Context: an optimization exercise on an open-source flow, tuned for small area. The choices shown serve that exercise and are no tape-out recipe. Only simulation tests tie the RTL to the original design; equivalence was not proved. Power is estimated from default activity; no workload was simulated.

==> design.v <==
module ring_rx (
    input  wire         clk,
    input  wire         rst,
    input  wire         cg_valid,
    input  wire [9:0]   cg,
    output wire         hdr_valid,
    output wire [127:0] hdr_data,
    output wire         dat_valid,
    output wire [7:0]   dat_byte,
    output wire         blk_valid,
    output wire [7:0]   blk_node,
    output wire [7:0]   blk_kind,
    output wire [15:0]  blk_len,
    output wire [1:0]   blk_status,
    output wire         end_valid,
    output wire [1:0]   end_kind,
    output wire [1:0]   end_hdr,
    output reg  [31:0]  hdr_crc_errors,
    output reg  [31:0]  blk_crc_errors,
    output reg  [31:0]  batons_aborted,
    output reg  [31:0]  code_violations
);
    reg       v_q;
    reg [9:0] c_q;
    always @(posedge clk) begin
        v_q <= cg_valid & ~rst;
        c_q <= cg;
    end
    reg rd;    
    wire [5:0] rx6 = {c_q[0], c_q[1], c_q[2], c_q[3], c_q[4], c_q[5]};
    wire [3:0] rx4 = {c_q[6], c_q[7], c_q[8], c_q[9]};
    reg [4:0] x6;
    reg       bal6;     
    reg       hit6;     
    reg       hitp6;    
    always @(*) begin
        hit6 = 1'b1;
        case (rx6)
            6'b100111: x6 = 5'd0;
            6'b011101: x6 = 5'd1;
            6'b101101: x6 = 5'd2;
            6'b110001: x6 = 5'd3;
            6'b110101: x6 = 5'd4;
            6'b101001: x6 = 5'd5;
            6'b011001: x6 = 5'd6;
            6'b111000: x6 = 5'd7;
            6'b111001: x6 = 5'd8;
            6'b100101: x6 = 5'd9;
            6'b010101: x6 = 5'd10;
            6'b110100: x6 = 5'd11;
            6'b001101: x6 = 5'd12;
            6'b101100: x6 = 5'd13;
            6'b011100: x6 = 5'd14;
            6'b010111: x6 = 5'd15;
            6'b011011: x6 = 5'd16;
            6'b100011: x6 = 5'd17;
            6'b010011: x6 = 5'd18;
            6'b110010: x6 = 5'd19;
            6'b001011: x6 = 5'd20;
            6'b101010: x6 = 5'd21;
            6'b011010: x6 = 5'd22;
            6'b111010: x6 = 5'd23;
            6'b110011: x6 = 5'd24;
            6'b100110: x6 = 5'd25;
            6'b010110: x6 = 5'd26;
            6'b110110: x6 = 5'd27;
            6'b001110: x6 = 5'd28;
            6'b101110: x6 = 5'd29;
            6'b011110: x6 = 5'd30;
            6'b101011: x6 = 5'd31;
            6'b011000: x6 = 5'd0;
            6'b100010: x6 = 5'd1;
            6'b010010: x6 = 5'd2;
            6'b001010: x6 = 5'd4;
            6'b000111: x6 = 5'd7;
            6'b000110: x6 = 5'd8;
            6'b101000: x6 = 5'd15;
            6'b100100: x6 = 5'd16;
            6'b000101: x6 = 5'd23;
            6'b001100: x6 = 5'd24;
            6'b001001: x6 = 5'd27;
            6'b010001: x6 = 5'd29;
            6'b100001: x6 = 5'd30;
            6'b010100: x6 = 5'd31;
            default: begin x6 = 5'd0; hit6 = 1'b0; end
        endcase
    end
    wire [2:0] ones6 = {2'd0, rx6[0]} + {2'd0, rx6[1]} + {2'd0, rx6[2]} +
                       {2'd0, rx6[3]} + {2'd0, rx6[4]} + {2'd0, rx6[5]};
    wire [2:0] ones4 = {2'd0, rx4[0]} + {2'd0, rx4[1]} + {2'd0, rx4[2]} + {2'd0, rx4[3]};
    wire more6 = ones6 > 3'd3;
    wire less6 = ones6 < 3'd3;
    wire six_pos = more6 || rx6 == 6'b000111;
    wire six_neg = less6 || rx6 == 6'b111000;
    wire v6  = hit6 & (rd ? ~more6 & rx6 != 6'b111000 : ~less6 & rx6 != 6'b000111);
    wire rd6 = six_pos ? 1'b1 : six_neg ? 1'b0 : rd;
    wire four_pos = ones4 > 3'd2 || rx4 == 4'b0011;
    wire four_neg = ones4 < 3'd2 || rx4 == 4'b1100;
    wire rd_next  = four_pos ? 1'b1 : four_neg ? 1'b0 : rd6;
    wire a7n = x6 == 5'd17 || x6 == 5'd18 || x6 == 5'd20;
    wire a7p = x6 == 5'd11 || x6 == 5'd13 || x6 == 5'd14;
    reg [2:0] y4;
    reg       v4;
    always @(*) begin
        v4 = 1'b0;
        y4 = 3'd0;
        case (rx4)
            4'b1011: begin y4 = 3'd0; v4 = ~rd6; end
            4'b0100: begin y4 = 3'd0; v4 =  rd6; end
            4'b1001: begin y4 = 3'd1; v4 = 1'b1; end
            4'b0101: begin y4 = 3'd2; v4 = 1'b1; end
            4'b1100: begin y4 = 3'd3; v4 = ~rd6; end
            4'b0011: begin y4 = 3'd3; v4 =  rd6; end
            4'b1101: begin y4 = 3'd4; v4 = ~rd6; end
            4'b0010: begin y4 = 3'd4; v4 =  rd6; end
            4'b1010: begin y4 = 3'd5; v4 = 1'b1; end
            4'b0110: begin y4 = 3'd6; v4 = 1'b1; end
            4'b1110: begin y4 = 3'd7; v4 = ~rd6 & ~a7n; end
            4'b0111: begin y4 = 3'd7; v4 = ~rd6 &  a7n; end
            4'b0001: begin y4 = 3'd7; v4 =  rd6 & ~a7p; end
            4'b1000: begin y4 = 3'd7; v4 =  rd6 &  a7p; end
            default: ;
        endcase
    end
    wire [7:0] dbyte  = {y4, x6};
    wire       is_d   = v6 & v4;
    wire       kx7    = v6 & (rx4 == (rd6 ? 4'b1000 : 4'b0111));
    wire       is_sob = kx7 & x6 == 5'd27;
    wire       is_eob = kx7 & x6 == 5'd29;
    wire       is_abt = kx7 & x6 == 5'd30;
    wire       is_com = rd ? (rx6 == 6'b110000 && rx4 == 4'b0101)
                           : (rx6 == 6'b001111 && rx4 == 4'b1010);
    wire       is_ctl = is_sob | is_eob | is_abt | is_com;
    wire       is_bad = ~is_d & ~is_ctl;
    wire [7:0] mbyte  = is_d ? dbyte : 8'd0;
    localparam [2:0] ST_OUT  = 3'd0;
    localparam [2:0] ST_HDR  = 3'd1;
    localparam [2:0] ST_BHDR = 3'd2;
    localparam [2:0] ST_BDAT = 3'd3;
    localparam [2:0] ST_BCRC = 3'd4;
    localparam [2:0] ST_SKIP = 3'd5;    
    localparam [2:0] ST_HERR = 3'd6;    
    reg [2:0]   state;
    reg [12:0]  bcount;    
    reg [31:0]  crc;
    reg         poison;
    reg [127:0] hbuf_n;
    reg [7:0]   wcnt;      
    function [31:0] crc32_byte(input [31:0] c, input [7:0] b);
        integer j;
        reg [31:0] r;
        begin
            r = c ^ {24'd0, b};
            for (j = 0; j < 8; j = j + 1)
                r = r[0] ? ((r >> 1) ^ 32'hEDB88320) : (r >> 1);
            crc32_byte = r;
        end
    endfunction
    wire [31:0] crc_next = crc32_byte(crc, dbyte);
    wire        crc_ok   = crc_next == 32'hDEBB20E3 && !poison && is_d;
    wire [1:0] pos    = bcount[1:0];
    wire       inb    = state != ST_OUT;
    wire       isbyte = v_q & ~is_ctl;
    wire       ctl    = v_q & is_ctl;
    wire       toolong = bcount[12];
    wire       nbyte  = isbyte & inb & ~toolong;    
    wire       eb     = (ctl & inb) | (isbyte & inb & toolong);    
    wire [7:0] b_node  = ~hbuf_n[7:0];
    wire [7:0] b_kind  = ~hbuf_n[15:8];
    wire [7:0] b_lenlo = ~hbuf_n[23:16];
    wire [7:0] b_lenhi = ~hbuf_n[31:24];
    wire [15:0] len_next = {mbyte, b_lenlo};
    wire        len_ok   = len_next[1:0] == 2'b00 && len_next[15:10] == 6'd0 && len_next[9:2] != 8'd0;
    wire h_last  = state == ST_HDR  && bcount[4:0] == 5'd19;
    wire bh_last = state == ST_BHDR && pos == 2'd3;
    wire bc_last = state == ST_BCRC && pos == 2'd3;
    wire bd_last = state == ST_BDAT && pos == 2'd3 && wcnt == {b_lenhi[1:0], b_lenlo[7:2]};
    wire open_blk = (state == ST_BHDR && pos != 2'd0) || state == ST_BDAT || state == ST_BCRC;
    wire ev_hdr_ok  = nbyte & h_last & crc_ok;
    wire ev_hdr_bad = nbyte & h_last & ~crc_ok;
    wire ev_len_bad = nbyte & bh_last & ~len_ok;
    wire ev_blk_end = nbyte & bc_last;
    wire ev_blk_bad = ev_blk_end & ~crc_ok;
    wire ev_short   = eb & open_blk;
    assign hdr_valid = ev_hdr_ok;
    assign hdr_data  = ~hbuf_n & {128{ev_hdr_ok}};
    assign dat_valid = nbyte & state == ST_BDAT;
    assign dat_byte  = mbyte & {8{dat_valid}};
    assign blk_valid = ev_len_bad | ev_blk_end | ev_short;
    wire   kind_in   = ~(ev_short && state == ST_BHDR && pos == 2'd1);
    wire   lenl_in   = ~(ev_short && state == ST_BHDR && pos != 2'd3);
    wire   lenh_in   = ~(ev_short && state == ST_BHDR);
    assign blk_node  = b_node & {8{blk_valid}};
    assign blk_kind  = b_kind & {8{blk_valid & kind_in}};
    assign blk_len[15:10] = mbyte[7:2] & {6{ev_len_bad}};
    assign blk_len[9:8]   = (ev_len_bad ? mbyte[1:0] : b_lenhi[1:0] & {2{lenh_in}}) & {2{blk_valid}};
    assign blk_len[7:0]   = b_lenlo & {8{blk_valid & lenl_in}};
    assign blk_status = ev_short ? 2'd2 : ev_len_bad ? 2'd3 : {1'b0, ev_blk_bad};
    assign end_valid = eb;
    assign end_kind  = ~eb ? 2'd0 : ~v_q | ~is_ctl ? 2'd3 : is_eob ? 2'd0 : is_abt ? 2'd1 : 2'd2;
    assign end_hdr   = ~eb ? 2'd0 : state == ST_HDR ? 2'd2 : state == ST_HERR ? 2'd1 : 2'd0;
    wire unit_start = (ctl & is_sob) | (nbyte & (h_last | bc_last));
    always @(posedge clk) begin
        if (rst) begin
            rd    <= 1'b0;
            state <= ST_OUT;
        end else if (v_q) begin
            rd <= rd_next;
            if (is_sob)
                state <= ST_HDR;
            else if (eb)
                state <= ST_OUT;
            else if (nbyte) begin
                case (state)
                    ST_HDR:  if (h_last) state <= crc_ok ? ST_BHDR : ST_HERR;
                    ST_BHDR: if (bh_last) state <= len_ok ? ST_BDAT : ST_SKIP;
                    ST_BDAT: if (bd_last) state <= ST_BCRC;
                    ST_BCRC: if (bc_last) state <= ST_BHDR;
                    default: ;
                endcase
            end
        end
    end
    wire        bc_clr = v_q & is_sob;
    wire [13:0] bc_cy;
    assign bc_cy[0] = v_q & ~is_ctl;
    genvar gi;
    generate
        for (gi = 0; gi < 13; gi = gi + 1) begin : g_bc
            assign bc_cy[gi+1] = bc_cy[gi] & bcount[gi];
        end
    endgenerate
    wire       w_clr = state != ST_BDAT;
    wire [8:0] w_cy;
    assign w_cy[0] = nbyte & pos == 2'd0;
    generate
        for (gi = 0; gi < 8; gi = gi + 1) begin : g_w
            assign w_cy[gi+1] = w_cy[gi] & wcnt[gi];
        end
    endgenerate
    always @(posedge clk) begin
        bcount <= (bcount ^ bc_cy[12:0]) & {13{~bc_clr}};
        wcnt   <= (wcnt ^ w_cy[7:0]) & {8{~w_clr}};
    end
    wire hslot_hdr = nbyte && state == ST_HDR && !bcount[4];
    wire hslot_blk = nbyte && state == ST_BHDR;
    integer k;
    always @(posedge clk) begin
        if (v_q) begin
            if (unit_start) begin
                crc    <= 32'hFFFFFFFF;
                poison <= 1'b0;
            end else begin
                crc    <= crc_next;
                poison <= poison | is_bad;
            end
        end
        for (k = 0; k < 16; k = k + 1) begin
            if ((hslot_hdr && bcount[3:0] == k) || (k < 4 && hslot_blk && pos == k))
                hbuf_n[8*k +: 8] <= ~mbyte;
        end
    end
    wire inc_hce = ev_hdr_bad;
    wire inc_bce = ev_blk_bad;
    wire inc_ab  = ctl & inb & is_abt;
    wire inc_cv  = v_q & is_bad;
    wire [32:0] cy_hce, cy_bce, cy_ab, cy_cv;
    assign cy_hce[0] = inc_hce & ~&hdr_crc_errors;
    assign cy_bce[0] = inc_bce & ~&blk_crc_errors;
    assign cy_ab[0]  = inc_ab  & ~&batons_aborted;
    assign cy_cv[0]  = inc_cv  & ~&code_violations;
    generate
        for (gi = 0; gi < 32; gi = gi + 1) begin : g_cnt
            assign cy_hce[gi+1] = cy_hce[gi] & hdr_crc_errors[gi];
            assign cy_bce[gi+1] = cy_bce[gi] & blk_crc_errors[gi];
            assign cy_ab[gi+1]  = cy_ab[gi]  & batons_aborted[gi];
            assign cy_cv[gi+1]  = cy_cv[gi]  & code_violations[gi];
        end
    endgenerate
    always @(posedge clk) begin
        hdr_crc_errors  <= (hdr_crc_errors  ^ cy_hce[31:0]) & {32{~rst}};
        blk_crc_errors  <= (blk_crc_errors  ^ cy_bce[31:0]) & {32{~rst}};
        batons_aborted  <= (batons_aborted  ^ cy_ab[31:0])  & {32{~rst}};
        code_violations <= (code_violations ^ cy_cv[31:0])  & {32{~rst}};
    end
endmodule
==> flow/run.sh <==
#!/bin/bash
# Standard ORFS layout with two changes:
#  - after the standard synthesis, the combinational logic is re-mapped for
#    area with ABC (registers and their names are kept exactly). Several ABC
#    scripts are tried; the smallest netlist that yosys proves equivalent to
#    the standard netlist is used (the standard netlist if none is).
#  - buffer_ports puts the smallest plain buffer on every input and output.
set -euo pipefail
W=$(pwd)
R=$W/orfs/results/$FLOW_PLATFORM/ring_rx/base
LIB=$FLOW_HOME/platforms/$FLOW_PLATFORM/lib/sky130_fd_sc_hd__tt_025C_1v80.lib
export BUFFER_PORTS_ARGS="-buffer_cell sky130_fd_sc_hd__buf_1"

bash standard.sh synth > $W/log_1_standard_synth.log 2>&1

# Flip-flop and tie cell types in the standard netlist are kept.
KEEP=$(grep -oE '^ *sky130_fd_sc_hd__(dfxtp|edfxtp|dfrtp|dfstp|dfxbp|sdfxtp|conb)_[0-9]+' $R/1_2_yosys.v | sort -u | tr -d ' ' | tr '\n' ' ')
DU=$(make -s -C $FLOW_HOME DESIGN_CONFIG=$W/config.mk WORK_HOME=$W/orfs print-DONT_USE_CELLS 2>/dev/null | sed 's/^DONT_USE_CELLS: *//' || true)
cp $R/1_2_yosys.v $W/standard_1_2_yosys.v
SCRIPTS="g2 g3 g4 g5 a1"
for s in $SCRIPTS; do
  LIB_FILE=$LIB IN_NETLIST=$W/standard_1_2_yosys.v OUT_NETLIST=$W/resyn_$s.v OUT_STAT=$W/resyn_stat_$s.txt \
  DESIGN_NAME=$FLOW_TOP KEEP_CELLS="$KEEP" DONT_USE_LIST="$DU" ABC_SCRIPT_FILE=$W/flow/$s.abc \
    timeout 900 yosys -c $W/flow/resyn.tcl > $W/log_2_resyn_$s.log 2>&1 &
done
wait || true
: > $W/resyn_choice.txt
for s in $SCRIPTS; do
  a=$(grep "Chip area for module '.$FLOW_TOP'" $W/resyn_stat_$s.txt 2>/dev/null | awk '{print $NF}' || true)
  if [[ -n "$a" && -s $W/resyn_$s.v ]]; then echo "$a $s" >> $W/resyn_choice.txt; fi
done
sort -g $W/resyn_choice.txt -o $W/resyn_choice.txt
chosen=""
while read -r a s; do
  if LIB_FILE=$LIB GOLD=$W/standard_1_2_yosys.v GATE=$W/resyn_$s.v DESIGN_NAME=$FLOW_TOP \
       timeout 900 yosys -c $W/flow/eq.tcl > $W/log_3_equiv_$s.log 2>&1; then
    chosen=$s; break
  fi
done < $W/resyn_choice.txt
echo "chosen: ${chosen:-standard}" >> $W/resyn_choice.txt
if [[ -n "$chosen" ]]; then
  cp $W/resyn_$chosen.v $R/1_2_yosys.v
  touch $R/1_2_yosys.v
fi

bash standard.sh finish > $W/log_4_standard_finish.log 2>&1
==> flow/a1.abc <==
strash
balance -l; resub -K 6 -l; rewrite -l; resub -K 6 -N 2 -l; refactor -l; resub -K 8 -l; balance -l; resub -K 8 -N 2 -l; rewrite -l; resub -K 10 -l; rewrite -z -l; resub -K 10 -N 2 -l; balance -l; resub -K 12 -l; refactor -z -l; resub -K 12 -N 2 -l; rewrite -z -l; balance -l
balance -l; resub -K 6 -l; rewrite -l; resub -K 6 -N 2 -l; refactor -l; resub -K 8 -l; balance -l; resub -K 8 -N 2 -l; rewrite -l; resub -K 10 -l; rewrite -z -l; resub -K 10 -N 2 -l; balance -l; resub -K 12 -l; refactor -z -l; resub -K 12 -N 2 -l; rewrite -z -l; balance -l
dch -f
amap
topo
==> flow/eq.tcl <==
# Proves the re-mapped netlist equivalent to the standard synthesis netlist
# (same registers, paired by instance name).
yosys -import
read_liberty -ignore_miss_func $::env(LIB_FILE)
read_verilog $::env(GOLD)
yosys rename $::env(DESIGN_NAME) gold
read_verilog $::env(GATE)
yosys rename $::env(DESIGN_NAME) gate
hierarchy -check
flatten gold gate
yosys rename -hide w:_*
opt_clean
equiv_make gold gate eq
hierarchy -top eq
equiv_simple -seq 2
equiv_induct -seq 2
equiv_status -assert
==> flow/g2.abc <==
strash
&get -n
&dch -f; &if -a -K 3; &mfs -e -W 20 -L 20; &fx; &st; &put; balance -l; resub -K 6 -l; rewrite -l; resub -K 6 -N 2 -l; refactor -l; resub -K 8 -l; balance -l; resub -K 8 -N 2 -l; rewrite -l; resub -K 10 -l; rewrite -z -l; resub -K 10 -N 2 -l; balance -l; resub -K 12 -l; refactor -z -l; resub -K 12 -N 2 -l; rewrite -z -l; balance -l; &get -n
&dch -f; &if -a -K 4; &mfs -e -W 20 -L 20; &fx; &st; &put; balance -l; resub -K 6 -l; rewrite -l; resub -K 6 -N 2 -l; refactor -l; resub -K 8 -l; balance -l; resub -K 8 -N 2 -l; rewrite -l; resub -K 10 -l; rewrite -z -l; resub -K 10 -N 2 -l; balance -l; resub -K 12 -l; refactor -z -l; resub -K 12 -N 2 -l; rewrite -z -l; balance -l; &get -n
&dch -f; &if -a -K 5; &mfs -e -W 20 -L 20; &fx; &st; &put; balance -l; resub -K 6 -l; rewrite -l; resub -K 6 -N 2 -l; refactor -l; resub -K 8 -l; balance -l; resub -K 8 -N 2 -l; rewrite -l; resub -K 10 -l; rewrite -z -l; resub -K 10 -N 2 -l; balance -l; resub -K 12 -l; refactor -z -l; resub -K 12 -N 2 -l; rewrite -z -l; balance -l; &get -n
&dch -f; &if -a -K 3; &mfs -e -W 20 -L 20; &fx; &st; &put; balance -l; resub -K 6 -l; rewrite -l; resub -K 6 -N 2 -l; refactor -l; resub -K 8 -l; balance -l; resub -K 8 -N 2 -l; rewrite -l; resub -K 10 -l; rewrite -z -l; resub -K 10 -N 2 -l; balance -l; resub -K 12 -l; refactor -z -l; resub -K 12 -N 2 -l; rewrite -z -l; balance -l; &get -n
&dch -f; &if -a -K 4; &mfs -e -W 20 -L 20; &fx; &st; &put; balance -l; resub -K 6 -l; rewrite -l; resub -K 6 -N 2 -l; refactor -l; resub -K 8 -l; balance -l; resub -K 8 -N 2 -l; rewrite -l; resub -K 10 -l; rewrite -z -l; resub -K 10 -N 2 -l; balance -l; resub -K 12 -l; refactor -z -l; resub -K 12 -N 2 -l; rewrite -z -l; balance -l; &get -n
&dch -f; &if -a -K 5; &mfs -e -W 20 -L 20; &fx; &st; &put; balance -l; resub -K 6 -l; rewrite -l; resub -K 6 -N 2 -l; refactor -l; resub -K 8 -l; balance -l; resub -K 8 -N 2 -l; rewrite -l; resub -K 10 -l; rewrite -z -l; resub -K 10 -N 2 -l; balance -l; resub -K 12 -l; refactor -z -l; resub -K 12 -N 2 -l; rewrite -z -l; balance -l; &get -n
&put
dch -f
amap
topo
==> flow/g3.abc <==
strash
&get -n
&dch -f; &if -a -K 4; &mfs -e -W 20 -L 20; &fx; &st; &put; balance -l; resub -K 6 -l; rewrite -l; resub -K 6 -N 2 -l; refactor -l; resub -K 8 -l; balance -l; resub -K 8 -N 2 -l; rewrite -l; resub -K 10 -l; rewrite -z -l; resub -K 10 -N 2 -l; balance -l; resub -K 12 -l; refactor -z -l; resub -K 12 -N 2 -l; rewrite -z -l; balance -l; &get -n
&dch -f; &if -a -K 6; &mfs -e -W 20 -L 20; &fx; &st; &put; balance -l; resub -K 6 -l; rewrite -l; resub -K 6 -N 2 -l; refactor -l; resub -K 8 -l; balance -l; resub -K 8 -N 2 -l; rewrite -l; resub -K 10 -l; rewrite -z -l; resub -K 10 -N 2 -l; balance -l; resub -K 12 -l; refactor -z -l; resub -K 12 -N 2 -l; rewrite -z -l; balance -l; &get -n
&dch -f; &if -a -K 4; &mfs -e -W 20 -L 20; &fx; &st; &put; balance -l; resub -K 6 -l; rewrite -l; resub -K 6 -N 2 -l; refactor -l; resub -K 8 -l; balance -l; resub -K 8 -N 2 -l; rewrite -l; resub -K 10 -l; rewrite -z -l; resub -K 10 -N 2 -l; balance -l; resub -K 12 -l; refactor -z -l; resub -K 12 -N 2 -l; rewrite -z -l; balance -l; &get -n
&dch -f; &if -a -K 6; &mfs -e -W 20 -L 20; &fx; &st; &put; balance -l; resub -K 6 -l; rewrite -l; resub -K 6 -N 2 -l; refactor -l; resub -K 8 -l; balance -l; resub -K 8 -N 2 -l; rewrite -l; resub -K 10 -l; rewrite -z -l; resub -K 10 -N 2 -l; balance -l; resub -K 12 -l; refactor -z -l; resub -K 12 -N 2 -l; rewrite -z -l; balance -l; &get -n
&dch -f; &if -a -K 4; &mfs -e -W 20 -L 20; &fx; &st; &put; balance -l; resub -K 6 -l; rewrite -l; resub -K 6 -N 2 -l; refactor -l; resub -K 8 -l; balance -l; resub -K 8 -N 2 -l; rewrite -l; resub -K 10 -l; rewrite -z -l; resub -K 10 -N 2 -l; balance -l; resub -K 12 -l; refactor -z -l; resub -K 12 -N 2 -l; rewrite -z -l; balance -l; &get -n
&dch -f; &if -a -K 6; &mfs -e -W 20 -L 20; &fx; &st; &put; balance -l; resub -K 6 -l; rewrite -l; resub -K 6 -N 2 -l; refactor -l; resub -K 8 -l; balance -l; resub -K 8 -N 2 -l; rewrite -l; resub -K 10 -l; rewrite -z -l; resub -K 10 -N 2 -l; balance -l; resub -K 12 -l; refactor -z -l; resub -K 12 -N 2 -l; rewrite -z -l; balance -l; &get -n
&dch -f; &if -a -K 4; &mfs -e -W 20 -L 20; &fx; &st; &put; balance -l; resub -K 6 -l; rewrite -l; resub -K 6 -N 2 -l; refactor -l; resub -K 8 -l; balance -l; resub -K 8 -N 2 -l; rewrite -l; resub -K 10 -l; rewrite -z -l; resub -K 10 -N 2 -l; balance -l; resub -K 12 -l; refactor -z -l; resub -K 12 -N 2 -l; rewrite -z -l; balance -l; &get -n
&dch -f; &if -a -K 6; &mfs -e -W 20 -L 20; &fx; &st; &put; balance -l; resub -K 6 -l; rewrite -l; resub -K 6 -N 2 -l; refactor -l; resub -K 8 -l; balance -l; resub -K 8 -N 2 -l; rewrite -l; resub -K 10 -l; rewrite -z -l; resub -K 10 -N 2 -l; balance -l; resub -K 12 -l; refactor -z -l; resub -K 12 -N 2 -l; rewrite -z -l; balance -l; &get -n
&put
dch -f
amap
topo
==> flow/g4.abc <==
strash
&get -n
&dch -f; &if -a -K 3; &mfs -e -W 20 -L 20; &fx; &st; &put; balance -l; resub -K 6 -l; rewrite -l; resub -K 6 -N 2 -l; refactor -l; resub -K 8 -l; balance -l; resub -K 8 -N 2 -l; rewrite -l; resub -K 10 -l; rewrite -z -l; resub -K 10 -N 2 -l; balance -l; resub -K 12 -l; refactor -z -l; resub -K 12 -N 2 -l; rewrite -z -l; balance -l; &get -n
&dch -f; &if -a -K 4; &mfs -e -W 20 -L 20; &fx; &st; &put; balance -l; resub -K 6 -l; rewrite -l; resub -K 6 -N 2 -l; refactor -l; resub -K 8 -l; balance -l; resub -K 8 -N 2 -l; rewrite -l; resub -K 10 -l; rewrite -z -l; resub -K 10 -N 2 -l; balance -l; resub -K 12 -l; refactor -z -l; resub -K 12 -N 2 -l; rewrite -z -l; balance -l; &get -n
&dch -f; &if -a -K 5; &mfs -e -W 20 -L 20; &fx; &st; &put; balance -l; resub -K 6 -l; rewrite -l; resub -K 6 -N 2 -l; refactor -l; resub -K 8 -l; balance -l; resub -K 8 -N 2 -l; rewrite -l; resub -K 10 -l; rewrite -z -l; resub -K 10 -N 2 -l; balance -l; resub -K 12 -l; refactor -z -l; resub -K 12 -N 2 -l; rewrite -z -l; balance -l; &get -n
&dch -f; &if -a -K 6; &mfs -e -W 20 -L 20; &fx; &st; &put; balance -l; resub -K 6 -l; rewrite -l; resub -K 6 -N 2 -l; refactor -l; resub -K 8 -l; balance -l; resub -K 8 -N 2 -l; rewrite -l; resub -K 10 -l; rewrite -z -l; resub -K 10 -N 2 -l; balance -l; resub -K 12 -l; refactor -z -l; resub -K 12 -N 2 -l; rewrite -z -l; balance -l; &get -n
&dch -f; &if -a -K 3; &mfs -e -W 20 -L 20; &fx; &st; &put; balance -l; resub -K 6 -l; rewrite -l; resub -K 6 -N 2 -l; refactor -l; resub -K 8 -l; balance -l; resub -K 8 -N 2 -l; rewrite -l; resub -K 10 -l; rewrite -z -l; resub -K 10 -N 2 -l; balance -l; resub -K 12 -l; refactor -z -l; resub -K 12 -N 2 -l; rewrite -z -l; balance -l; &get -n
&dch -f; &if -a -K 4; &mfs -e -W 20 -L 20; &fx; &st; &put; balance -l; resub -K 6 -l; rewrite -l; resub -K 6 -N 2 -l; refactor -l; resub -K 8 -l; balance -l; resub -K 8 -N 2 -l; rewrite -l; resub -K 10 -l; rewrite -z -l; resub -K 10 -N 2 -l; balance -l; resub -K 12 -l; refactor -z -l; resub -K 12 -N 2 -l; rewrite -z -l; balance -l; &get -n
&dch -f; &if -a -K 5; &mfs -e -W 20 -L 20; &fx; &st; &put; balance -l; resub -K 6 -l; rewrite -l; resub -K 6 -N 2 -l; refactor -l; resub -K 8 -l; balance -l; resub -K 8 -N 2 -l; rewrite -l; resub -K 10 -l; rewrite -z -l; resub -K 10 -N 2 -l; balance -l; resub -K 12 -l; refactor -z -l; resub -K 12 -N 2 -l; rewrite -z -l; balance -l; &get -n
&dch -f; &if -a -K 6; &mfs -e -W 20 -L 20; &fx; &st; &put; balance -l; resub -K 6 -l; rewrite -l; resub -K 6 -N 2 -l; refactor -l; resub -K 8 -l; balance -l; resub -K 8 -N 2 -l; rewrite -l; resub -K 10 -l; rewrite -z -l; resub -K 10 -N 2 -l; balance -l; resub -K 12 -l; refactor -z -l; resub -K 12 -N 2 -l; rewrite -z -l; balance -l; &get -n
&dch -f; &if -a -K 3; &mfs -e -W 20 -L 20; &fx; &st; &put; balance -l; resub -K 6 -l; rewrite -l; resub -K 6 -N 2 -l; refactor -l; resub -K 8 -l; balance -l; resub -K 8 -N 2 -l; rewrite -l; resub -K 10 -l; rewrite -z -l; resub -K 10 -N 2 -l; balance -l; resub -K 12 -l; refactor -z -l; resub -K 12 -N 2 -l; rewrite -z -l; balance -l; &get -n
&dch -f; &if -a -K 4; &mfs -e -W 20 -L 20; &fx; &st; &put; balance -l; resub -K 6 -l; rewrite -l; resub -K 6 -N 2 -l; refactor -l; resub -K 8 -l; balance -l; resub -K 8 -N 2 -l; rewrite -l; resub -K 10 -l; rewrite -z -l; resub -K 10 -N 2 -l; balance -l; resub -K 12 -l; refactor -z -l; resub -K 12 -N 2 -l; rewrite -z -l; balance -l; &get -n
&dch -f; &if -a -K 5; &mfs -e -W 20 -L 20; &fx; &st; &put; balance -l; resub -K 6 -l; rewrite -l; resub -K 6 -N 2 -l; refactor -l; resub -K 8 -l; balance -l; resub -K 8 -N 2 -l; rewrite -l; resub -K 10 -l; rewrite -z -l; resub -K 10 -N 2 -l; balance -l; resub -K 12 -l; refactor -z -l; resub -K 12 -N 2 -l; rewrite -z -l; balance -l; &get -n
&dch -f; &if -a -K 6; &mfs -e -W 20 -L 20; &fx; &st; &put; balance -l; resub -K 6 -l; rewrite -l; resub -K 6 -N 2 -l; refactor -l; resub -K 8 -l; balance -l; resub -K 8 -N 2 -l; rewrite -l; resub -K 10 -l; rewrite -z -l; resub -K 10 -N 2 -l; balance -l; resub -K 12 -l; refactor -z -l; resub -K 12 -N 2 -l; rewrite -z -l; balance -l; &get -n
&dch -f; &if -a -K 3; &mfs -e -W 20 -L 20; &fx; &st; &put; balance -l; resub -K 6 -l; rewrite -l; resub -K 6 -N 2 -l; refactor -l; resub -K 8 -l; balance -l; resub -K 8 -N 2 -l; rewrite -l; resub -K 10 -l; rewrite -z -l; resub -K 10 -N 2 -l; balance -l; resub -K 12 -l; refactor -z -l; resub -K 12 -N 2 -l; rewrite -z -l; balance -l; &get -n
&dch -f; &if -a -K 4; &mfs -e -W 20 -L 20; &fx; &st; &put; balance -l; resub -K 6 -l; rewrite -l; resub -K 6 -N 2 -l; refactor -l; resub -K 8 -l; balance -l; resub -K 8 -N 2 -l; rewrite -l; resub -K 10 -l; rewrite -z -l; resub -K 10 -N 2 -l; balance -l; resub -K 12 -l; refactor -z -l; resub -K 12 -N 2 -l; rewrite -z -l; balance -l; &get -n
&dch -f; &if -a -K 5; &mfs -e -W 20 -L 20; &fx; &st; &put; balance -l; resub -K 6 -l; rewrite -l; resub -K 6 -N 2 -l; refactor -l; resub -K 8 -l; balance -l; resub -K 8 -N 2 -l; rewrite -l; resub -K 10 -l; rewrite -z -l; resub -K 10 -N 2 -l; balance -l; resub -K 12 -l; refactor -z -l; resub -K 12 -N 2 -l; rewrite -z -l; balance -l; &get -n
&dch -f; &if -a -K 6; &mfs -e -W 20 -L 20; &fx; &st; &put; balance -l; resub -K 6 -l; rewrite -l; resub -K 6 -N 2 -l; refactor -l; resub -K 8 -l; balance -l; resub -K 8 -N 2 -l; rewrite -l; resub -K 10 -l; rewrite -z -l; resub -K 10 -N 2 -l; balance -l; resub -K 12 -l; refactor -z -l; resub -K 12 -N 2 -l; rewrite -z -l; balance -l; &get -n
&put
dch -f
amap
topo
==> flow/g5.abc <==
strash
&get -n
&dch -f; &if -a -K 4; &mfs -e -W 20 -L 20; &fx; &st; &put; balance -l; resub -K 6 -l; rewrite -l; resub -K 6 -N 2 -l; refactor -l; resub -K 8 -l; balance -l; resub -K 8 -N 2 -l; rewrite -l; resub -K 10 -l; rewrite -z -l; resub -K 10 -N 2 -l; balance -l; resub -K 12 -l; refactor -z -l; resub -K 12 -N 2 -l; rewrite -z -l; balance -l; &get -n
&dch -f; &if -a -K 6; &mfs -e -W 20 -L 20; &fx; &st; &put; balance -l; resub -K 6 -l; rewrite -l; resub -K 6 -N 2 -l; refactor -l; resub -K 8 -l; balance -l; resub -K 8 -N 2 -l; rewrite -l; resub -K 10 -l; rewrite -z -l; resub -K 10 -N 2 -l; balance -l; resub -K 12 -l; refactor -z -l; resub -K 12 -N 2 -l; rewrite -z -l; balance -l; &get -n
&dch -f; &if -a -K 4; &mfs -e -W 20 -L 20; &fx; &st; &put; balance -l; resub -K 6 -l; rewrite -l; resub -K 6 -N 2 -l; refactor -l; resub -K 8 -l; balance -l; resub -K 8 -N 2 -l; rewrite -l; resub -K 10 -l; rewrite -z -l; resub -K 10 -N 2 -l; balance -l; resub -K 12 -l; refactor -z -l; resub -K 12 -N 2 -l; rewrite -z -l; balance -l; &get -n
&dch -f; &if -a -K 6; &mfs -e -W 20 -L 20; &fx; &st; &put; balance -l; resub -K 6 -l; rewrite -l; resub -K 6 -N 2 -l; refactor -l; resub -K 8 -l; balance -l; resub -K 8 -N 2 -l; rewrite -l; resub -K 10 -l; rewrite -z -l; resub -K 10 -N 2 -l; balance -l; resub -K 12 -l; refactor -z -l; resub -K 12 -N 2 -l; rewrite -z -l; balance -l; &get -n
&dch -f; &if -a -K 4; &mfs -e -W 20 -L 20; &fx; &st; &put; balance -l; resub -K 6 -l; rewrite -l; resub -K 6 -N 2 -l; refactor -l; resub -K 8 -l; balance -l; resub -K 8 -N 2 -l; rewrite -l; resub -K 10 -l; rewrite -z -l; resub -K 10 -N 2 -l; balance -l; resub -K 12 -l; refactor -z -l; resub -K 12 -N 2 -l; rewrite -z -l; balance -l; &get -n
&dch -f; &if -a -K 6; &mfs -e -W 20 -L 20; &fx; &st; &put; balance -l; resub -K 6 -l; rewrite -l; resub -K 6 -N 2 -l; refactor -l; resub -K 8 -l; balance -l; resub -K 8 -N 2 -l; rewrite -l; resub -K 10 -l; rewrite -z -l; resub -K 10 -N 2 -l; balance -l; resub -K 12 -l; refactor -z -l; resub -K 12 -N 2 -l; rewrite -z -l; balance -l; &get -n
&dch -f; &if -a -K 4; &mfs -e -W 20 -L 20; &fx; &st; &put; balance -l; resub -K 6 -l; rewrite -l; resub -K 6 -N 2 -l; refactor -l; resub -K 8 -l; balance -l; resub -K 8 -N 2 -l; rewrite -l; resub -K 10 -l; rewrite -z -l; resub -K 10 -N 2 -l; balance -l; resub -K 12 -l; refactor -z -l; resub -K 12 -N 2 -l; rewrite -z -l; balance -l; &get -n
&dch -f; &if -a -K 6; &mfs -e -W 20 -L 20; &fx; &st; &put; balance -l; resub -K 6 -l; rewrite -l; resub -K 6 -N 2 -l; refactor -l; resub -K 8 -l; balance -l; resub -K 8 -N 2 -l; rewrite -l; resub -K 10 -l; rewrite -z -l; resub -K 10 -N 2 -l; balance -l; resub -K 12 -l; refactor -z -l; resub -K 12 -N 2 -l; rewrite -z -l; balance -l; &get -n
&put
&get -n
&dch -f
&nf -a -p
&put
topo
==> flow/resyn.tcl <==
# Re-maps the combinational logic of the standard synthesis netlist for
# area. Registers (and tie cells) are kept as they are, with their names.
yosys -import
set lib $::env(LIB_FILE)
read_liberty -ignore_miss_func $lib
read_verilog $::env(IN_NETLIST)
hierarchy -top $::env(DESIGN_NAME)
foreach c [split $::env(KEEP_CELLS)] {
  if { $c ne "" } { setattr -mod -set keep_hierarchy 1 $c }
}
flatten
yosys rename -hide w:*.*
opt_clean -purge
set dont_use {}
foreach c $::env(DONT_USE_LIST) { lappend dont_use -dont_use $c }
abc -liberty $lib {*}$dont_use -script $::env(ABC_SCRIPT_FILE)
splitnets
opt_clean -purge
hilomap -singleton -hicell sky130_fd_sc_hd__conb_1 HI -locell sky130_fd_sc_hd__conb_1 LO
insbuf -buf sky130_fd_sc_hd__buf_4 A X
opt_clean -purge
# Only library cells may be left in the top module.
select -assert-none $::env(DESIGN_NAME)/t:\$*
tee -o $::env(OUT_STAT) stat -liberty $lib
select -module $::env(DESIGN_NAME)
write_verilog -noattr -nohex -nodec -selected $::env(OUT_NETLIST)
==> standard.sh <==
#!/bin/bash
# synth_recipe.tcl (not shown) runs the flow's synth.tcl, then flattens the netlist and writes it again
# the make line also repeats each setting of config.mk as NAME=value (left out here)
make -C /OpenROAD-flow-scripts/flow DESIGN_CONFIG=/design/flow/config.mk WORK_HOME=/design/flow/orfs CLKGATE_MAP_FILE= SYNTH_SCRIPT=/design/flow/synth_recipe.tcl "${@:-finish}"
==> config.mk <==
export PLATFORM = sky130hd
export DESIGN_NAME = ring_rx
export DESIGN_NICKNAME = ring_rx
export VERILOG_FILES = /design/flow/design.v
export SDC_FILE = /design/flow/constraint.sdc
export NUM_CORES = 4
export LEC_CHECK = 0
export CAP_MARGIN = 20
export CORE_MARGIN = 2
export CORE_UTILIZATION = 40
export CTS_BUF_LIST = sky130_fd_sc_hd__clkbuf_8
export CTS_CLUSTER_DIAMETER = 100
export CTS_CLUSTER_SIZE = 15
export PLACE_DENSITY = 0.6
export SLEW_MARGIN = 20
==> constraint.sdc <==
create_clock -name core_clock -period 20.0 [get_ports {clk}]
set_input_delay 4.0000 -clock core_clock [delete_from_list [all_inputs] [get_ports {clk}]]
set_output_delay 4.0000 -clock core_clock [all_outputs]
set_load 0.01 [all_outputs]
==> out/summary.json, run 1 <==
{
  "status": {"value": "no timing/DRC/antenna violations"},
  "portBuffers": {"value": 318},
  "fin_total_pwr": {"value": 1.57, "unit": "mW"},
  "post-route-drc-count": {"value": 0},
  "count_of_endpoints_failing_hold_in_the_final_timing_report": {"value": 0},
  "clockRootBuffer": {"value": "sky130_fd_sc_hd__clkbuf_8"},
  "timing.setup.tns": {"value": 0, "unit": "ns"},
  "reg2reg_depth": {"value": 17},
  "timing.final.crit_period": {"value": 10.03, "unit": "ns"},
  "post_cts_buffers": {"value": 0},
  "synth-warning-count": {"value": 1},
  "final.period_utilization": {"value": 50.2, "unit": "%"},
  "final_max_slew_viol_count": {"value": 0},
  "postSynthCellCount": {"value": 1376},
  "core_region_area": {"value": 34400, "unit": "sq um"},
  "synthesis.area": {"value": 13900, "unit": "sq um"},
  "leakage": {"value": 5.41, "unit": "nW"},
  "grt_remaining_overflow": {"value": 0},
  "drive_gt1_share": {"value": 2.74, "unit": "%"},
  "critPathKind": {"value": "flip-flop to primary output"},
  "power_per_cell_area": {"value": 96.4, "unit": "nW/um^2"},
  "via_count": {"value": 11838},
  "rsz0062_at_grt": {"value": "no"},
  "cts_buffers": {"value": 26},
  "fp.dieArea": {"value": 36300, "unit": "sq um"},
  "slew_headroom": {"value": 27.5, "unit": "%"},
  "startpoint_type": {"value": "flip-flop"},
  "routed_wl": {"value": 40.0, "unit": "mm"},
  "drtAntennaViolNets": {"value": 0},
  "grt_antenna_before_repair": {"value": 1},
  "worst_slack": {"value": 9.97, "unit": "ns"},
  "diodes": {"value": 0},
  "syn_area_per_cell": {"value": 10.1, "unit": "sq um"},
  "fin_nets": {"value": 1750},
  "hold_path_depth": {"value": 2},
  "io_pins": {"value": 319},
  "detailedPlace.worstSlack": {"value": 10.57, "unit": "ns"},
  "chipWidth": {"value": 190, "unit": "um"},
  "dp_hpwl": {"value": 28.5, "unit": "mm"},
  "worst_hold_path_type": {"value": "flip-flop to flip-flop"},
  "initial_utilization": {"value": 40.4, "unit": "%"},
  "syn_nets": {"value": 1389},
  "drtIter0Drc": {"value": 885},
  "vias_per_cell": {"value": 5.36},
  "achievable-frequency": {"value": 99.7, "unit": "MHz"},
  "postLayoutCoreUtil": {"value": 47.3, "unit": "%"},
  "clock_sinks": {"value": 331},
  "routabilityCongestion": {"value": 0.859},
  "synthToLayoutAreaGrowth": {"value": 17.0, "unit": "%"},
  "type_of_destination_of_the_critical_path": {"value": "primary output"},
  "drt-wirelength-per-cell": {"value": 18.1, "unit": "um"},
  "global_route.usage.total": {"value": 21.1, "unit": "%"},
  "fin_worst_hold_slack": {"value": 0.500, "unit": "ns"},
  "crit_path_max_fanout": {"value": 11},
  "drt_pre_antenna_iters": {"value": 5},
  "ctsResizeCount": {"value": 0},
  "cts-htree-levels": {"value": 1},
  "maxCapViolCount": {"value": 0},
  "maximum_number_of_pins_on_one_net_before_global_route_repair": {"value": 91},
  "die_h": {"value": 190, "unit": "um"},
  "count_of_hold_fix_buffers_inserted_at_cts": {"value": 0},
  "first_global_vias": {"value": 10500},
  "core.rowCount": {"value": 68},
  "clock_skew": {"value": 0.0451, "unit": "ns"},
  "worstPathArrival": {"value": 6.03, "unit": "ns"},
  "cp_data_required_time": {"value": 16.00, "unit": "ns"},
  "cts-root-to-sink-buffers": {"value": 3},
  "insertion_delay": {"value": 0.60, "unit": "ns"},
  "power.ir.vdd_worst": {"value": 55.0, "unit": "uV"},
  "global_route_wire_length_before_repair": {"value": 60.6, "unit": "mm"},
  "worst-slew-pin-transition": {"value": 1.08, "unit": "ns"},
  "finalSetupViolations": {"value": 0},
  "tritoncts": {"value": "yes"},
  "clkTransAtPathRegs": {"value": 0.10, "unit": "ns"}
}
final cells by class:
type,count,area (sq um)
multi-input combinational,1031,5630
tap,455,569
clock inverter,15,68.8
sequential,331,8240
clock buffer,28,385
inverter,14,52.6
timing repair buffer,333,1310
fill,3378,18100
sequential cells by signal, summed over array words and instances, names as in the netlist:
name             cells
batons_aborted      32
bcount              13
blk_crc_errors      32
c_q                 10
code_violations     32
crc                 32
dbyte                5
hbuf_n             128
hdr_crc_errors      32
hit6                 1
poison               1
rd                   1
state                3
v_q                  1
wcnt                 8
final timing paths:
check,slack [ns],to,start
max,9.97,blk_len[4],c_q[2]
max reg2reg,14.27,code_violations[30],c_q[2]
min reg2reg,0.50,bcount[5],bcount[5]
min,0.50,bcount[5],bcount[5]
worst max-delay path, stage by stage, from the launching register on:
cell and delay, ns:
sky130_fd_sc_hd__dfxtp_1 0.39, sky130_fd_sc_hd__a22oi_1 0.28, sky130_fd_sc_hd__a21oi_1 0.14, sky130_fd_sc_hd__nor3_1 0.43, sky130_fd_sc_hd__a21oi_1 0.12, sky130_fd_sc_hd__o32a_1 0.42
sky130_fd_sc_hd__nor2_1 0.65, sky130_fd_sc_hd__o21ai_0 0.22, sky130_fd_sc_hd__nand4_1 0.15, sky130_fd_sc_hd__nand4_1 0.12, sky130_fd_sc_hd__nand2_1 0.11, sky130_fd_sc_hd__or3_1 0.41
sky130_fd_sc_hd__o31ai_1 0.18, sky130_fd_sc_hd__nor2_1 0.84, sky130_fd_sc_hd__clkinv_1 0.31, sky130_fd_sc_hd__nand2_1 0.43, sky130_fd_sc_hd__nor2_1 0.09, sky130_fd_sc_hd__buf_1 0.14
through the flow:
step	area (sq um)	instances
floorplan	13900	1376
global placement	15800	2164
detailed placement	15800	2164
CTS	16300	2207
global route	16300	2207
finish	16300	2207
power by group:
part / switching (mW) / internal [mW]
sequential: 0.0374 / 0.793
clock: 0.219 / 0.130
combinational: 0.222 / 0.166
per-layer routing:
layer	GRT usage [%]	vias to the layer above	wire (um)
met3	4.51	47	3130
met1	29.0	5568	18100
met4	4.56	0	780
li1	-	5766	-
met5	0	-	0
met2	34.2	457	18000
placed cells by master (no fill, tap or decap), types with 22 or more instances in the layout:
cell / instances
sky130_fd_sc_hd__nor2b_1: 23
sky130_fd_sc_hd__xnor2_1: 40
sky130_fd_sc_hd__nor3_1: 103
sky130_fd_sc_hd__edfxtp_1: 161
sky130_fd_sc_hd__clkbuf_8: 28
sky130_fd_sc_hd__dfxtp_1: 170
sky130_fd_sc_hd__and3_1: 36
sky130_fd_sc_hd__nor2_1: 291
sky130_fd_sc_hd__and2_0: 35
sky130_fd_sc_hd__nand4_1: 40
sky130_fd_sc_hd__o21ai_0: 52
sky130_fd_sc_hd__nand2_1: 87
sky130_fd_sc_hd__xor2_1: 22
sky130_fd_sc_hd__nand3_1: 33
sky130_fd_sc_hd__buf_1: 317
sky130_fd_sc_hd__a21oi_1: 87
==> inputs of run 2 (changes only) <==
--- a/design.v
+++ b/design.v
@@ -31,57 +31,31 @@
     wire [3:0] rx4 = {c_q[6], c_q[7], c_q[8], c_q[9]};
     reg [4:0] x6;
-    reg       bal6;     
-    reg       hit6;     
-    reg       hitp6;    
     always @(*) begin
-        hit6 = 1'b1;
+        x6 = {rx6[1], rx6[2], rx6[3], rx6[4], rx6[5]};
         case (rx6)
             6'b100111: x6 = 5'd0;
+            6'b011000: x6 = 5'd0;
             6'b011101: x6 = 5'd1;
+            6'b100010: x6 = 5'd1;
             6'b101101: x6 = 5'd2;
-            6'b110001: x6 = 5'd3;
+            6'b010010: x6 = 5'd2;
             6'b110101: x6 = 5'd4;
-            6'b101001: x6 = 5'd5;
-            6'b011001: x6 = 5'd6;
-            6'b111000: x6 = 5'd7;
-            6'b111001: x6 = 5'd8;
-            6'b100101: x6 = 5'd9;
-            6'b010101: x6 = 5'd10;
-            6'b110100: x6 = 5'd11;
-            6'b001101: x6 = 5'd12;
-            6'b101100: x6 = 5'd13;
-            6'b011100: x6 = 5'd14;
-            6'b010111: x6 = 5'd15;
-            6'b011011: x6 = 5'd16;
-            6'b100011: x6 = 5'd17;
-            6'b010011: x6 = 5'd18;
-            6'b110010: x6 = 5'd19;
-            6'b001011: x6 = 5'd20;
-            6'b101010: x6 = 5'd21;
-            6'b011010: x6 = 5'd22;
-            6'b111010: x6 = 5'd23;
-            6'b110011: x6 = 5'd24;
-            6'b100110: x6 = 5'd25;
-            6'b010110: x6 = 5'd26;
-            6'b110110: x6 = 5'd27;
-            6'b001110: x6 = 5'd28;
-            6'b101110: x6 = 5'd29;
-            6'b011110: x6 = 5'd30;
-            6'b101011: x6 = 5'd31;
-            6'b011000: x6 = 5'd0;
-            6'b100010: x6 = 5'd1;
-            6'b010010: x6 = 5'd2;
             6'b001010: x6 = 5'd4;
             6'b000111: x6 = 5'd7;
+            6'b111001: x6 = 5'd8;
             6'b000110: x6 = 5'd8;
+            6'b010111: x6 = 5'd15;
             6'b101000: x6 = 5'd15;
+            6'b011011: x6 = 5'd16;
             6'b100100: x6 = 5'd16;
             6'b000101: x6 = 5'd23;
+            6'b110011: x6 = 5'd24;
             6'b001100: x6 = 5'd24;
             6'b001001: x6 = 5'd27;
             6'b010001: x6 = 5'd29;
             6'b100001: x6 = 5'd30;
+            6'b101011: x6 = 5'd31;
             6'b010100: x6 = 5'd31;
-            default: begin x6 = 5'd0; hit6 = 1'b0; end
+            default: ;
         endcase
     end
@@ -93,5 +67,6 @@
     wire six_pos = more6 || rx6 == 6'b000111;
     wire six_neg = less6 || rx6 == 6'b111000;
-    wire v6  = hit6 & (rd ? ~more6 & rx6 != 6'b111000 : ~less6 & rx6 != 6'b000111);
+    wire v6  = rd ? (ones6 == 3'd2 && rx6 != 6'b110000 && rx6 != 6'b000011) || (ones6 == 3'd3 && rx6 != 6'b111000)
+                  : (ones6 == 3'd4 && rx6 != 6'b001111 && rx6 != 6'b111100) || (ones6 == 3'd3 && rx6 != 6'b000111);
     wire rd6 = six_pos ? 1'b1 : six_neg ? 1'b0 : rd;
     wire four_pos = ones4 > 3'd2 || rx4 == 4'b0011;
==> run 2 against run 1 <==
Still clean. Combinational power is 57% lower. Cell count is 4.3% higher. Fmax is 12% lower. Largest power group unchanged. Highest routed layer unchanged.
==> out/summary.json, run 2 <==
{
  "diodes": {"value": 0, "change": "unchanged"},
  "timing.final.crit_period": {"value": 11.37, "unit": "ns", "change": "+1.34 ns"},
  "insertion_delay": {"value": 0.60, "unit": "ns", "change": "about the same"},
  "io_pins": {"value": 319, "change": "unchanged"},
  "critPathKind": {"value": "flip-flop to primary output"},
  "count_of_hold_fix_buffers_inserted_at_cts": {"value": 0, "change": "unchanged"},
  "grt_remaining_overflow": {"value": 0, "change": "unchanged"},
  "synthesis.area": {"value": 13600, "unit": "sq um", "change": "-1.9%"},
  "vias_per_cell": {"value": 5.25, "change": "-2.1%"},
  "routabilityCongestion": {"value": 0.872, "change": "+1.5%"},
  "regMostFlops": {"value": "hbuf_n"},
  "power.ir.vdd_worst": {"value": 58.8, "unit": "uV", "change": "+6.9%"},
  "worst-slew-pin-transition": {"value": 1.08, "unit": "ns", "change": "-0.00222 ns"},
  "routed_wl": {"value": 39.2, "unit": "mm", "change": "-1.9%"},
  "share_seq_of_total_power": {"value": 59.7, "unit": "%", "change": "+6.7 points"},
  "power.internal": {"value": 910, "unit": "uW", "change": "-16%"},
  "power_per_cell_area": {"value": 78.7, "unit": "nW/um^2", "change": "-18%"},
  "cts-htree-levels": {"value": 1, "change": "unchanged"},
  "drive_gt1_share": {"value": 2.54, "unit": "%", "change": "-0.20 points"},
  "synthToLayoutAreaGrowth": {"value": 17.1, "unit": "%"},
  "drt_pre_antenna_iters": {"value": 5, "change": "unchanged"},
  "chipWidth": {"value": 189, "unit": "um", "change": "-0.93%"},
  "worst_hold_path_type": {"value": "flip-flop to flip-flop"},
  "clockRootBuffer": {"value": "sky130_fd_sc_hd__clkbuf_8"},
  "largest_register_ff_count": {"value": 128, "change": "unchanged"},
  "critical-path-top-cell-by-count": {"value": "sky130_fd_sc_hd__clkinv_1"},
  "syn_nets": {"value": 1489, "change": "+7.2%"},
  "first_global_vias": {"value": 11081, "change": "+5.5%"},
  "fin_nets": {"value": 1851, "change": "+5.8%"},
  "final_common_cell": {"value": "sky130_fd_sc_hd__nor2_1"},
  "clock_sinks": {"value": 325, "change": "-1.8%"},
  "fin_total_pwr": {"value": 1.26, "unit": "mW", "change": "-20%"},
  "maximum_number_of_pins_on_one_net_before_global_route_repair": {"value": 98, "change": "+7.7%"},
  "worstPathArrival": {"value": 7.37, "unit": "ns", "change": "+1.34 ns"},
  "ctsResizeCount": {"value": 0, "change": "unchanged"},
  "postSynthCellCount": {"value": 1476, "change": "+7.3%"},
  "post_cts_buffers": {"value": 0, "change": "unchanged"},
  "global_route_wire_length_before_repair": {"value": 60.8, "unit": "mm", "change": "+0.33%"},
  "type_of_destination_of_the_critical_path": {"value": "primary output"},
  "final.period_utilization": {"value": 56.8, "unit": "%", "change": "+6.7 points"},
  "cts-root-to-sink-buffers": {"value": 3, "change": "unchanged"},
  "synth-warning-count": {"value": 1, "change": "unchanged"},
  "syn_area_per_cell": {"value": 9.24, "unit": "sq um", "change": "-8.5%"},
  "crit_path_max_fanout": {"value": 12, "change": "+1"},
  "clock_skew": {"value": 0.0289, "unit": "ns", "change": "-0.0162 ns"},
  "achievable-frequency": {"value": 88.0, "unit": "MHz", "change": "-12%"},
  "status": {"value": "no timing/DRC/antenna violations"},
  "clkTransAtPathRegs": {"value": 0.11, "unit": "ns", "change": "about the same"},
  "clock_power_share": {"value": 27.2, "unit": "%", "change": "+4.9 points"},
  "cp_data_required_time": {"value": 16.00, "unit": "ns", "change": "about the same"},
  "grt_antenna_before_repair": {"value": 0, "change": "-1"},
  "layoutNonFillerInstCount": {"value": 2301, "change": "+4.3%"},
  "dp_cells": {"value": 2259, "change": "+4.4%"},
  "maxCapViolCount": {"value": 0, "change": "unchanged"},
  "core.rowCount": {"value": 67, "change": "-1.5%"},
  "leakage": {"value": 5.29, "unit": "nW", "change": "-2.3%"},
  "final_max_slew_viol_count": {"value": 0, "change": "unchanged"},
  "netSwitchingFraction": {"value": 27.6, "unit": "%", "change": "-2.9 points"},
  "dp_hpwl": {"value": 28.7, "unit": "mm", "change": "+0.69%"},
  "fin_worst_hold_slack": {"value": 0.473, "unit": "ns", "change": "-0.0274 ns"},
  "critical_path.max_stage_delay": {"value": 0.60, "unit": "ns", "change": "-0.24 ns"},
  "count_of_endpoints_failing_hold_in_the_final_timing_report": {"value": 0, "change": "unchanged"},
  "via_count": {"value": 12079, "change": "+2.0%"},
  "timing.setup.tns": {"value": 0, "unit": "ns", "change": "unchanged"},
  "post-route-drc-count": {"value": 0, "change": "unchanged"},
  "rsz0062_at_grt": {"value": "no"},
  "portBuffers": {"value": 318, "change": "unchanged"},
  "core_region_area": {"value": 33500, "unit": "sq um", "change": "-2.4%"},
  "startpoint_type": {"value": "flip-flop"},
  "drtAntennaViolNets": {"value": 0, "change": "unchanged"},
  "drtIter0Drc": {"value": 832, "change": "-6.0%"},
  "p_sw": {"value": 348, "unit": "uW", "change": "-27%"},
  "die_h": {"value": 189, "unit": "um", "change": "-0.93%"},
  "combinational_share_of_power": {"value": 13.2, "unit": "%", "change": "-12 points"},
  "drt-wirelength-per-cell": {"value": 17.0, "unit": "um", "change": "-5.9%"},
  "initial_utilization": {"value": 40.7, "unit": "%", "change": "+0.23 points"},
  "layout.cells.most_common_list": {"value": "430 x sky130_fd_sc_hd__nor2_1, 317 x sky130_fd_sc_hd__buf_1, 164 x sky130_fd_sc_hd__dfxtp_1"},
  "critical_path.slowest_cell": {"value": "sky130_fd_sc_hd__nor2_1"},
  "finalSetupViolations": {"value": 0, "change": "unchanged"},
  "cp_cell_sequence": {"value": "clkinv_1 > a21oi_1 > clkinv_1 > o221ai_1 > a31oi_1 > nand2_1 > o221ai_1 > o211ai_1 > clkinv_1 > a21oi_1 > a31oi_1 > nor2_1 > clkinv_1 > o31ai_1 > o2111ai_1 > nand3_1 > nand2_1 > nor2_1 > clkinv_1 > o21ai_0 > nor2_1 > buf_1"},
  "global_route.usage.total": {"value": 21.3, "unit": "%", "change": "+0.25 points"},
  "fp.dieArea": {"value": 35600, "unit": "sq um", "change": "-1.8%"},
  "tritoncts": {"value": "yes"},
  "slew_headroom": {"value": 27.1, "unit": "%", "change": "-0.35 points"},
  "cts_buffers": {"value": 25, "change": "-3.8%"}
}
[run 2: changes by cell type in the layout (fill, tap and decap cells not counted), sizes merged, moves of 18 or more]
| cell | delta |
|---|---|
| nor2 | +139 |
| a211oi | +33 |
| xor2 | -22 |
| nor3 | +24 |
| nand4 | -19 |
| xnor2 | -40 |
| a21oi | -55 |
| a211o | +18 |
| clkinv | +108 |
[run 2: area by class of cell]
type	instances	area, sq um
clock buffer	25	344
clock inverter	17	93.8
fill	3368	17600
inverter	123	462
multi-input combinational	1028	5070
sequential	325	8120
tap	448	561
timing repair buffer	335	1330
[run 2: critical path: cells and delay by family, from the launching register on]
kind | cells | cell delay (ns)
and+or+nand+nor | 6 | 2.03
AOI/OAI and AO/OA | 10 | 2.46
DFF | 1 | 0.59
buffers and inverters | 6 | 1.66
[run 2: path summary, 6_finish.rpt]
check,depth (start not counted),from,slack [ns],endpoint
worst min register to register,1,bcount[12],0.47,bcount[12]
worst max-delay path,22,c_q[0],8.63,blk_kind[6]
worst max register to register,30,c_q[0],12.37,blk_crc_errors[30]
worst min-delay path,1,bcount[12],0.47,bcount[12]
[run 2: power by group through the flow]
stage / registers [mW] / clock network [mW] / logic [mW]
after floorplan: 0.760 / 0 / 0.108
after detailed placement: 0.765 / 0 / 0.165
after CTS: 0.750 / 0.355 / 0.165
final: 0.750 / 0.342 / 0.166
after global routing: 0.753 / 0.379 / 0.185
after global placement: 0.764 / 0 / 0.163
[run 2: layer usage]
| layer | track usage, % | vias up | share of wire, % |
|---|---|---|---|
| met4 | 5.80 | 0 | 2.4 |
| met2 | 35.0 | 470 | 45 |
| li1 | - | 5974 | - |
| met5 | 0 | - | 0 |
| met1 | 28.4 | 5581 | 45 |
| met3 | 4.82 | 54 | 8.1 |
[run 2: through the flow]
step	worst slack (ns)	util [%]	cell area (sq um)
2_1_floorplan	10.03	-	13600
3_3_place_gp	9.34	46.3	15500
3_5_place_dp	9.28	46.3	15500
4_1_cts	8.60	47.6	16000
5_1_grt	7.89	47.6	16000
6_report	8.63	47.6	16000

afterwards: timing with drivers on the ports:
How much do the figures lean on ideal ports? The routed layouts below were timed once more, with nothing changed but the port constraints.
Step 1 sets driving cells, clkbuf_16 on the clock port and buf_2 on the other inputs (assumed; they add their load-dependent delay and slew).
Step 2 times the ports against the registers' clock, not the clock port: input delays grow and output delays shrink by t, the midpoint of the rising clock arrivals with the driver on.
Slacks: ideal ports / drivers / drivers and shift; pairs: ideal ports / drivers.
run | t (ns) | setup WS [ns] | latest minus earliest clock arrival (ns) | worst register clock-pin slew, ns
run 1 | 0.626 | 9.969 / 9.923 / 10.549 | 0.046 / 0.046 | 0.11 / 0.11
run 2 | 0.637 | 8.631 / 8.582 / 9.218 | 0.029 / 0.029 | 0.11 / 0.11
After both steps every run listed still meets setup and hold.
